From an optimization exercise on the open Yosys and OpenROAD flow, aimed at small area and a short achievable clock period; shortcuts taken in it are not production practice. In this exercise RTL edits were held to simulation tests only and were not proved equivalent to the original. Power figures rest on the tool's default switching activity, not on a simulated workload.

the previous run:
// spool_queue
module spool_queue (
    input  wire        clk,
    input  wire        rst,          
    input  wire        wr_valid,
    input  wire [63:0] wr_data,
    input  wire        wr_end,       
    output wire        wr_ready,
    input  wire        rd_en,
    output reg         rd_valid,     
    output wire        rd_end,       
    output wire [63:0] rd_data,
    input  wire        op_valid,
    input  wire [1:0]  op_code,      
    input  wire [6:0]  op_k,         
    output reg         op_refused,
    output reg  [5:0]  fill,         
    output reg  [5:0]  pkts,         
    output reg  [5:0]  peak          
);
  reg         phase;
  reg  [63:0] mem_data [0:31];
  reg  [31:0] mem_end;
  reg  [4:0]  epos [0:31];
  reg  [4:0]  ptr_l, ptr_m, ptr_p, ptr_w;
  reg  [4:0]  e_l;        
  reg  [4:0]  e_m;        
  reg  [4:0]  e_w;        
  reg  [5:0]  c_lm, c_mp;
  wire is_adv = op_valid && op_code == 2'd0;
  wire is_rm  = op_valid && op_code == 2'd1;
  wire is_rel = op_valid && op_code == 2'd2;
  wire is_rr  = op_valid && op_code == 2'd3;
  wire adv_ok = is_adv && (c_mp != 6'd0);
  reg  [7:0] t_lt, t_eq, t_le;    
  wire k_ok;
  wire rel_ok = is_rel && k_ok;
  wire refuse = (is_adv && c_mp == 6'd0) || (is_rel && !k_ok);
  wire       rd_take = rd_en && !op_valid && (pkts != 6'd0);
  spool_queue_ready u_ready (
  ...
export LEC_CHECK = 0
export CAP_MARGIN = 20
export CORE_MARGIN = 2
export CORE_UTILIZATION = 40
export CTS_BUF_LIST = sky130_fd_sc_hd__clkbuf_8
export CTS_CLUSTER_DIAMETER = 80
export CTS_CLUSTER_SIZE = 16
export SLEW_MARGIN = 20
create_clock -name core_clock -period 30.0 [get_ports {clk}]
standard.sh (not shown) runs the stock make flow with config.mk's settings and CLKGATE_MAP_FILE= SYNTH_SCRIPT=/design/flow/synth_recipe.tcl, a recipe that flattens the netlist after the stock synthesis.
==> flow/flow/run.sh <==
#!/bin/bash
set -euo pipefail
bash standard.sh \
  SETUP_SLACK_MARGIN=17.5 \
  "BUFFER_PORTS_ARGS=-buffer_cell sky130_fd_sc_hd__buf_2" \
  finish > make.log 2>&1
Every stage of the flow completed for the previous run, and the final layout passed the timing, design-rule and antenna checks.
Setup changes, the previous run to the current run
- changing CTS_CLUSTER_DIAMETER from 80 to 100
- changing CTS_CLUSTER_SIZE from 16 to 12
The current run did not stop at any stage, and its layout met the timing, design-rule and antenna checks. Min sum of buffers and inverters on the critical path across the previous run and the current run: the previous run. Via total after detailed routing went up slightly going from the previous run to the current run. In the current run the total power turned out 2.1% higher than in the previous run. Combined area of all synthesized cells: the previous run vs the current run identical. From the current run to the previous run, die outline width did not move at all.

========
spool_queue, a different RTL version from the one above (not shown whole).
Size: ~170 I/O pins.
==> flow/config.mk <==
export PLATFORM = sky130hd
export DESIGN_NAME = spool_queue
export DESIGN_NICKNAME = spool_queue
export VERILOG_FILES = /design/flow/design.v
export SDC_FILE = /design/flow/constraint.sdc
export NUM_CORES = 4
export LEC_CHECK = 0
export CAP_MARGIN = 20
export CORE_MARGIN = 2
export CORE_UTILIZATION = 55
export CTS_BUF_LIST = sky130_fd_sc_hd__clkbuf_8
export CTS_CLUSTER_DIAMETER = 80
export CTS_CLUSTER_SIZE = 16
export SLEW_MARGIN = 20
export SYNTH_HIERARCHICAL = 1
==> flow/constraint.sdc <==
create_clock -name core_clock -period 30.0 [get_ports {clk}]
set_input_delay 6.0000 -clock core_clock [delete_from_list [all_inputs] [get_ports {clk}]]
set_output_delay 6.0000 -clock core_clock [all_outputs]
set_load 0.01 [all_outputs]
==> flow/flow/run.sh <==
#!/bin/bash
set -euo pipefail
here=$(pwd)
bash standard.sh \
  SETUP_SLACK_MARGIN=17.5 \
  "BUFFER_PORTS_ARGS=-buffer_cell sky130_fd_sc_hd__buf_1" \
  "PRE_FLOORPLAN_TCL=$here/flow/downsize.tcl" \
  finish > make.log 2>&1
==> flow/flow/downsize.tcl <==
# Pre-floorplan hook: the single-gate modules of the RTL (storage hold gates,
# look-up trees, the wr_ready gates) are mapped once each by synthesis, which
# picks a drive-2 cell for some of them; start them all at drive 1 and let
# the later repair steps size up what needs it.
set swaps {
  sky130_fd_sc_hd__a22oi_2 sky130_fd_sc_hd__a22oi_1
  sky130_fd_sc_hd__a21oi_2 sky130_fd_sc_hd__a21oi_1
  sky130_fd_sc_hd__nor3_2  sky130_fd_sc_hd__nor3_1
  sky130_fd_sc_hd__nor3b_2 sky130_fd_sc_hd__nor3b_1
}
set db [ord::get_db]
set n 0
foreach inst [[ord::get_db_block] getInsts] {
  set m [[$inst getMaster] getName]
  if {[dict exists $swaps $m]} {
    $inst swapMaster [$db findMaster [dict get $swaps $m]]
    incr n
  }
}
puts "downsize.tcl: $n instances set to drive 1"
The first run finished with timing, DRC and antenna clean.
Then changed:
CORE_UTILIZATION = 40   (was 55)
CTS_CLUSTER_SIZE = 14   (was 16)
Combinational power is about the same.
Clock power rose by roughly a tenth.
Sequential share of layout area falls by 0.86 points.
Total power climbs by a few percent.

static timing again, ports no longer ideal:
The flow's constraints put no driver on any port. The routed layouts listed below were extracted and timed again, unchanged, in two steps. Step 1 sets driving cells, clkbuf_16 on the clock port and buf_2 on the other inputs (assumed; they add their load-dependent delay and slew). Step 2 moves the port delays by t, midway between the first and last clock arrival at a register: inputs arrive t later, outputs are due t later. That takes back most of the time a late clock gives input paths. a / b / c = no drivers / after step 1 / after step 2; a / b = the first two.
run | shift t [ns] | setup slack, ns | worst setup path at the end | latest minus earliest clock arrival (ns) | worst data-port slew with drivers (ns)
the previous run | 1.089 | 16.867 / 16.820 / 16.820 | input to output | 0.074 / 0.074 | 0.15
the current run | 1.129 | 16.866 / 16.822 / 16.822 | input to output | 0.099 / 0.100 | 0.16
the first run of note 2 | 1.030 | 17.038 / 16.991 / 16.991 | input to output | 0.045 / 0.045 | 0.11
the second run of note 2 | 1.085 | 17.084 / 17.006 / 17.006 | input to output | 0.112 / 0.112 | 0.10
After both steps setup and hold are still met in every run listed. For the second run of note 2, which loses most, drivers alone change the setup slack by -0.078 ns; drivers and shift together by -0.078 ns.
